What follows belongs to an exercise in optimizing a design on an open flow for small area, a short achievable clock period and few clock cycles per item; a production flow would make more cautious choices.
Function was checked by simulation only, so behaviour that the tests miss may differ from the original.

$ cat flow/design.v
module fp8_decode (
    input  wire [7:0] x,
    input  wire       e5,       
    output reg        sign,
    output reg  [3:0] mant,
    output reg  [4:0] sh,
    output reg        is_zero,
    output reg        is_inf,
    output reg        is_nan
);
    always @* begin
        sign    = x[7];
        mant    = 4'd0;
        sh      = 5'd0;
        is_zero = 1'b0;
        is_inf  = 1'b0;
        is_nan  = 1'b0;
        if (!e5) begin
            if (x[6:0] == 7'h7F) begin
                is_nan = 1'b1;
            end else if (x[6:3] == 4'd0) begin
                mant    = {1'b0, x[2:0]};      
                sh      = 5'd7;
                is_zero = (x[2:0] == 3'd0);
            end else begin
                mant = {1'b1, x[2:0]};         
                sh   = {1'b0, x[6:3]} + 5'd6;
            end
        end else begin
            if (x[6:2] == 5'd31) begin
                is_inf = (x[1:0] == 2'd0);
                is_nan = (x[1:0] != 2'd0);
            end else if (x[6:2] == 5'd0) begin
                mant    = {2'b00, x[1:0]};     
                sh      = 5'd0;
                is_zero = (x[1:0] == 2'd0);
            end else begin
                mant = {2'b01, x[1:0]};        
                sh   = x[6:2] - 5'd1;
            end
        end
    end
endmodule
module fp8_mul_lane (
    input  wire [7:0]  a,
    input  wire        a_e5,
    input  wire [7:0]  b,
    input  wire        b_e5,
    output wire [64:0] prod,     
    output wire        nan,
    output wire        pinf,
    output wire        ninf
);
    wire       sa, sb, za, zb, ia, ib, na, nb;
    wire [3:0] ma, mb;
    wire [4:0] sha, shb;
    fp8_decode dec_a (.x(a), .e5(a_e5), .sign(sa), .mant(ma), .sh(sha),
                      .is_zero(za), .is_inf(ia), .is_nan(na));
    fp8_decode dec_b (.x(b), .e5(b_e5), .sign(sb), .mant(mb), .sh(shb),
                      .is_zero(zb), .is_inf(ib), .is_nan(nb));
    wire       neg     = sa ^ sb;
    wire       special = ia | ib | na | nb;
    wire [7:0] pm      = ma * mb;
    wire [5:0] psh     = sha + shb;
    wire [63:0] mag    = special ? 64'd0 : ({56'd0, pm} << psh);
    assign prod = neg ? -{1'b0, mag} : {1'b0, mag};
    assign nan  = na | nb | (ia & zb) | (ib & za);
    assign pinf = !nan & (ia | ib) & !neg;
    assign ninf = !nan & (ia | ib) & neg;
endmodule
module acc_convert (
    input  wire [95:0] acc,
    input  wire        f_nan,
    input  wire        f_pinf,
    input  wire        f_ninf,
    input  wire [2:0]  fmt,      
    input  wire [1:0]  mode,     
    input  wire        sat,
    input  wire [31:0] rword,
    output reg  [31:0] res
);
    integer    P, EMIN, EMAX, BIAS;
    reg        HAS_INF, IS_E4M3;
    reg [31:0] SGN, NANC, INFC, MAXC;
    always @* begin
        P = 24; EMIN = -126; EMAX = 127; BIAS = 127; HAS_INF = 1'b1; IS_E4M3 = 1'b0;
        SGN = 32'h8000_0000; NANC = 32'h7FC0_0000; INFC = 32'h7F80_0000; MAXC = 32'h7F7F_FFFF;
        case (fmt)
            3'd1: begin
                P = 8; EMIN = -126; EMAX = 127; BIAS = 127;
                SGN = 32'h8000; NANC = 32'h7FC0; INFC = 32'h7F80; MAXC = 32'h7F7F;
            end
            3'd2: begin
                P = 11; EMIN = -14; EMAX = 15; BIAS = 15;
                SGN = 32'h8000; NANC = 32'h7E00; INFC = 32'h7C00; MAXC = 32'h7BFF;
            end
            3'd3: begin
                P = 4; EMIN = -6; EMAX = 8; BIAS = 7; HAS_INF = 1'b0; IS_E4M3 = 1'b1;
                SGN = 32'h80; NANC = 32'h7F; INFC = 32'h7E; MAXC = 32'h7E;
            end
            3'd4: begin
                P = 3; EMIN = -14; EMAX = 15; BIAS = 15;
                SGN = 32'h80; NANC = 32'h7E; INFC = 32'h7C; MAXC = 32'h7B;
            end
            default: ;
        endcase
    end
    wire        neg = acc[95];
    wire [95:0] mag = neg ? -acc : acc;
    integer     lead, i;
    always @* begin
        lead = 0;
        for (i = 0; i < 96; i = i + 1)
            if (mag[i]) lead = i;
    end
    integer     e, q, c, n, eres, biased;
    reg [151:0] wide;
    reg [95:0]  lomask;
    reg [24:0]  m, m2;
    reg [31:0]  frac, wsh;
    reg [32:0]  srsum;
    reg         sticky, up, over;
    reg [31:0]  body;
    always @* begin
        e = lead - 32;                           
        q = ((e > EMIN) ? e : EMIN) - (P - 1);   
        c = q + 32;                              
        wide   = {mag, 56'd0} >> (c + 24);
        m      = {1'b0, wide[55:32]};
        frac   = wide[31:0];
        lomask = (c > 32) ? ((96'd1 << (c - 32)) - 96'd1) : 96'd0;
        sticky = |(mag & lomask);
        up = 1'b0;
        if (c > 0) begin
            case (mode)
                2'd0: up = frac[31] & ((|frac[30:0]) | sticky | m[0]);
                2'd2: begin
                    n     = (c > 32) ? 32 : c;
                    wsh   = rword << (32 - n);
                    srsum = {1'b0, frac} + {1'b0, wsh};
                    up    = srsum[32];
                end
                default: up = 1'b0;
            endcase
        end
        m2 = m + {24'd0, up};
        if (m2[P]) begin
            m2 = m2 >> 1;
            q  = q + 1;
        end
        eres = q + P - 1;
        over = m2[P-1] && ((eres > EMAX) ||
                           (IS_E4M3 && eres == EMAX && m2[3:0] == 4'hF));
        biased = m2[P-1] ? (eres + BIAS) : 0;
        body   = (biased << (P - 1)) | (m2 & ((25'd1 << (P - 1)) - 25'd1));
        if (f_nan || (f_pinf && f_ninf))
            res = NANC;
        else if (f_pinf || f_ninf)
            res = (f_ninf ? SGN : 32'd0) | (HAS_INF ? INFC : MAXC);
        else if (mag == 96'd0)
            res = 32'd0;
        else if (over)
            res = (neg ? SGN : 32'd0) |
                  ((HAS_INF && !sat && mode != 2'd1) ? INFC : MAXC);
        else
            res = (neg ? SGN : 32'd0) | body;
    end
endmodule
module fp8_dot_exact #(
    parameter LANES = 8
) (
    input  wire                 clk,
    input  wire                 rst,
    input  wire                 in_valid,
    output wire                 in_ready,
    input  wire                 in_last,
    input  wire                 a_e5,
    input  wire                 b_e5,
    input  wire [8*LANES-1:0]   a,
    input  wire [8*LANES-1:0]   b,
    input  wire [2:0]           out_fmt,
    input  wire [1:0]           rnd_mode,
    input  wire                 sat,
    input  wire [31:0]          rword,
    output reg                  out_valid,
    output reg  [31:0]          out_data
);
    assign in_ready = 1'b1;
    wire accept = in_valid & in_ready;
    wire [65*LANES-1:0] prods;
    wire [LANES-1:0]    l_nan, l_pinf, l_ninf;
    genvar g;
    generate
        for (g = 0; g < LANES; g = g + 1) begin : lane
            fp8_mul_lane mul (
                .a(a[8*g +: 8]), .a_e5(a_e5),
                .b(b[8*g +: 8]), .b_e5(b_e5),
                .prod(prods[65*g +: 65]),
                .nan(l_nan[g]), .pinf(l_pinf[g]), .ninf(l_ninf[g])
            );
        end
    endgenerate
    reg [95:0] beat_sum;
    integer k;
    always @* begin
        beat_sum = 96'd0;
        for (k = 0; k < LANES; k = k + 1)
            beat_sum = beat_sum + {{31{prods[65*k+64]}}, prods[65*k +: 65]};
    end
    reg [95:0] acc;
    reg        f_nan, f_pinf, f_ninf;
    wire [95:0] acc_next  = acc + beat_sum;
    wire        nan_next  = f_nan  | (|l_nan);
    wire        pinf_next = f_pinf | (|l_pinf);
    wire        ninf_next = f_ninf | (|l_ninf);
    reg        cv_valid;
    reg [95:0] cv_acc;
    reg        cv_nan, cv_pinf, cv_ninf;
    reg [2:0]  cv_fmt;
    reg [1:0]  cv_mode;
    reg        cv_sat;
    reg [31:0] cv_rword;
    always @(posedge clk) begin
        if (rst) begin
            acc      <= 96'd0;
            f_nan    <= 1'b0;
            f_pinf   <= 1'b0;
            f_ninf   <= 1'b0;
            cv_valid <= 1'b0;
        end else begin
            cv_valid <= accept & in_last;
            if (accept) begin
                if (in_last) begin
                    acc    <= 96'd0;
                    f_nan  <= 1'b0;
                    f_pinf <= 1'b0;
                    f_ninf <= 1'b0;
                end else begin
                    acc    <= acc_next;
                    f_nan  <= nan_next;
                    f_pinf <= pinf_next;
                    f_ninf <= ninf_next;
                end
            end
        end
    end
    always @(posedge clk) begin
        if (accept & in_last) begin
            cv_acc   <= acc_next;
            cv_nan   <= nan_next;
            cv_pinf  <= pinf_next;
            cv_ninf  <= ninf_next;
            cv_fmt   <= out_fmt;
            cv_mode  <= rnd_mode;
            cv_sat   <= sat;
            cv_rword <= rword;
        end
    end
    wire [31:0] conv_res;
    acc_convert conv (
        .acc(cv_acc), .f_nan(cv_nan), .f_pinf(cv_pinf), .f_ninf(cv_ninf),
        .fmt(cv_fmt), .mode(cv_mode), .sat(cv_sat), .rword(cv_rword),
        .res(conv_res)
    );
    always @(posedge clk) begin
        if (rst)
            out_valid <= 1'b0;
        else
            out_valid <= cv_valid;
        out_data <= conv_res;
    end
endmodule
$ cat flow/run.sh
#!/bin/bash
# synth_recipe.tcl (not shown) runs the flow's synth.tcl, then flattens the netlist and writes it again
# the make line also repeats each setting of config.mk as NAME=value (left out here)
make -C /OpenROAD-flow-scripts/flow DESIGN_CONFIG=/design/flow/config.mk WORK_HOME=/design/flow/orfs CLKGATE_MAP_FILE= SYNTH_SCRIPT=/design/flow/synth_recipe.tcl finish
$ cat flow/config.mk
export PLATFORM = sky130hd
export DESIGN_NAME = fp8_dot_exact
export DESIGN_NICKNAME = fp8_dot_exact
export VERILOG_FILES = /design/flow/design.v
export SDC_FILE = /design/flow/constraint.sdc
export NUM_CORES = 4
export LEC_CHECK = 0
export CAP_MARGIN = 20
export CORE_MARGIN = 2
export CORE_UTILIZATION = 40
export SLEW_MARGIN = 20
$ cat flow/constraint.sdc
create_clock -name core_clock -period 25.0 [get_ports {clk}]
set_input_delay 5.0000 -clock core_clock [delete_from_list [all_inputs] [get_ports {clk}]]
set_output_delay 5.0000 -clock core_clock [all_outputs]
set_load 0.01 [all_outputs]
==> flow_metrics.tcl <==
set metrics [dict create \
    placedInstanceArea_um2 86100 \
    num_vias 88900 \
    die_h_um 450 \
    setup_viol 0 \
    skew_ns 0.0564 \
    ant_nets 0 \
    timing.hold.ws_ns 0.465 \
    drc_errors 0 \
    cts-root-buf "clkbuf_16" \
    synthTopCellsByArea "fa_1 11%, ha_1 7.6%, a21oi_1 7.1%" \
    startpoint_type "flip-flop" \
    synth-edff-count 137 \
    cts_num_sinks 270 \
    rr_worst_depth 100 \
    reg2reg_from "cv_acc[41]$_DFFE_PP_" \
    period_share_pct 96.6 \
    rows 163 \
    ios 206 \
    crit_arrival_ns 24.62 \
    avgRoutedWirePerCell_um 29.5 \
    critPathLaunch "cv_acc[41]$_DFFE_PP_" \
    ys_ff_latch 270 \
    grt_pass1_vias 83600 \
    path_buf_inv 8 \
    drv_cap 0 \
    grt_antenna_before_repair 21 \
    syn_nets 12300 \
    yosys_warnings 3 \
    final_layout_size_suffix_gt1_share_pct 8.01 \
    yosysTopAreaCellShare_pct 11.2 \
    critical_path.top_delay_family "compound AO/OA/AOI/OAI gates" \
    ys_types 119 \
    place.gp.congestion 1.13 \
    drt-initial-drc-count 10400 \
    min-delay-start "cv_valid$_SDFF_PP0_" \
    regArea_um2 6780 \
    grt_max_degree 105 \
    final.setup.tns_ns 0 \
    die_area_um2 203000 \
    clock_path_buffers 3 \
    core-area_um2 198000 \
    outcome "timing/DRC/antenna clean" \
    crit_top_cell "a21oi_1" \
    cts_tree "built" \
    start_util_pct 40.3 \
    fillers 20400 \
    worst_slew_pin_slew_ns 1.19 \
    cp-end-kind "flip-flop" \
    worstPathRequired_ns 25.47 \
    grt_pass1_wl_um 589000 \
    die_w_um 450 \
    worst-setup-path-type "reg2reg" \
    r2r_end "out_data[6]$_DFF_P_" \
    timing.fmax_mhz 41.4 \
    cts_max_level 1 \
    wl_um 413000 \
    cts_hold_buf 0 \
    dp_hpwl_um 345000 \
    syn_to_final_growth_pct 9.98 \
    multiInputGateArea_um2 69400 \
    hold_class "reg2reg" \
    syn-instance-count 11200 \
    whs_endpoint "out_valid$_SDFF_PP0_" \
    r2r_slack_ns 0.85 \
    ys.flop_type "edfxtp_1" \
    nNetsFinal 12400 \
    cp_max_fo 12 \
    port_buffers 204 \
    synth_top_cell_by_area "fa_1" \
    clk_pin_slew_worst_paths_ns 0.06 \
    final_common_cell "nor2_1" \
    min_period_ns 24.15 \
    slowest_stage "o21ai_1" \
    insertion_delay_ns 0.67 \
    async_flop_share_pct 0 \
    final_area_um2 87600 \
    grt_util_all_layers_pct 38.9 \
    seq_area_frac_synth_pct 8.51 \
    gr-total-overflow 0 \
    cts_made_buffers 29 \
    via_per_inst 6.35 \
    drt-pass1-iter-count 6 \
    maxSlewViolCount 0 \
    synth_area_per_cell_um2 7.08 \
    netlist_area_um2 79700 \
    cpPeakStageDelay_ns 0.79 \
    relSlewSlack_pct 19.8 \
    most-common-layout-cells "1446 x nor2_1, 1238 x nand2_1, 1122 x a21oi_1" \
    hold_viol 0 \
    min_delay_path_depth 1 \
]
[logic make-up (layout without fill, tap and decap cells)]
| group | after synthesis | after routing | synth area share, % |
|---|---|---|---|
| xor gates and xnor gates | 873 | 873 | 9.62 |
| DFF | 270 | 270 | 8.51 |
| other | 1 | 21 | 0.00471 |
| AOI/OAI and AO/OA | 3325 | 3325 | 26.1 |
| adders and majority gates | 933 | 933 | 18.8 |
| muxes | 463 | 463 | 6.45 |
| buffers and inverters | 1046 | 1145 | 5.08 |
| and+or+nand+nor | 4334 | 4334 | 25.4 |
[through the flow]
step / std cells / worst slack, ns / utilization, %
3_5_place_dp: 13900 / -0.0908 / 43.6
4_1_cts: 14000 / 0.0527 / 44.1
2_1_floorplan: 11200 / 0.235 / -
3_3_place_gp: 13900 / 0.276 / 43.6
5_1_grt: 14000 / -0.0375 / 44.3
6_report: 14000 / 0.849 / 44.3
[per-layer routing]
metal | up-vias | track usage, % | wire length [um]
met3 | 1009 | 3.92 | 26900
met1 | 42800 | 46.4 | 158000
li1 | 40600 | - | -
met4 | 4 | 29.9 | 39000
met5 | - | 0 | 27
met2 | 4553 | 64.5 | 189000
[Yosys cell counts (35+ instances only)]
| master | count |
|---|---|
| buf_2 | 36 |
| nand2b_1 | 107 |
| clkbuf_1 | 465 |
| fa_1 | 444 |
| nor3_1 | 249 |
| mux2i_1 | 364 |
| o32ai_1 | 70 |
| inv_1 | 447 |
| or4_1 | 42 |
| o22ai_1 | 185 |
| a21o_1 | 153 |
| nand4_1 | 83 |
| a211oi_1 | 112 |
| dfxtp_1 | 133 |
| o211ai_1 | 66 |
| nor2_1 | 1447 |
| xnor2_1 | 564 |
| nor2b_1 | 197 |
| mux2_2 | 65 |
| o21bai_1 | 61 |
| a22oi_1 | 49 |
| edfxtp_1 | 137 |
| a21oi_1 | 1129 |
| o22a_1 | 37 |
| and3_1 | 116 |
| o41ai_1 | 35 |
| nor4_1 | 95 |
| and2_1 | 134 |
| xor2_1 | 307 |
| or3_1 | 113 |
| nand3_1 | 243 |
| or2_2 | 130 |
| a31oi_1 | 167 |
| o31ai_1 | 102 |
| ha_1 | 481 |
| o21a_1 | 64 |
| o21ai_1 | 36 |
| buf_1 | 74 |
| nand2_1 | 1238 |
| o21ai_0 | 690 |
[sequential cells by signal, indices dropped and copies added, names as in the netlist]
signal,count
out_valid,1
f_nan,1
cv_mode,2
cv_rword,32
cv_sat,1
cv_nan,1
cv_fmt,3
f_pinf,1
cv_ninf,1
cv_valid,1
f_ninf,1
acc,96
cv_acc,96
out_data,32
cv_pinf,1
[worst max path at each step]
stage | cells after the start | slack [ns] | to
finish | 100 | 0.85 | out_data[6]$_DFF_P_
global route | 123 | -0.04 | out_data[6]$_DFF_P_
CTS | 115 | 0.05 | out_data[6]$_DFF_P_
detailed placement | 115 | -0.09 | out_data[6]$_DFF_P_
global placement | 117 | 0.28 | out_data[6]$_DFF_P_
floorplan | 126 | 0.24 | out_data[22]$_DFF_P_
[final cells by class]
type                    instances  area share, %
clock buffers                  35          0.866
well taps                    2640           3.77
inverters                     457           1.97
diodes                         20         0.0571
flip-flops and latches        270           7.74
repair buffers                634           6.03
multi-input cells            9929           79.3
clock inverters                19          0.317
[timing repair]
action | 4_1_cts | 5_1_grt
pin swaps | 0 | 5
setup endpoints to repair | 10 | 32
setup buffers | 0 | 12
endpoints found under the hold margin | 0 | 0
resized for setup | 4 | 60
Testbench counts, summed over its fixed seeds: cycles 36,756, beats 36,740.

[what the ideal ports hide]
In the flow no input, the clock included, has a driving cell. The finished layout below was timed again as built, in two steps. Step 1 sets driving cells, clkbuf_16 on the clock port and buf_2 on the other inputs (assumed; they add their load-dependent delay and slew). Step 2 adds t to the input delays and takes it off the output delays; t is the mean of the earliest and latest rising clock arrival at the registers after step 1. Input paths then give back, and output paths get back, about the clock's delay inside the block. Three values: no drivers, after step 1, after step 2; two values: the first two.
t, ns: 0.716
setup WS [ns]: 0.849 / 0.849 / 0.771
hold slack, ns: 0.465 / 0.465 / 0.465
worst slew at a driven data input, ns: 0.16
After both steps setup and hold are still met in this run. For this run, drivers alone change the setup slack by 0.000 ns; drivers and shift together by -0.078 ns.
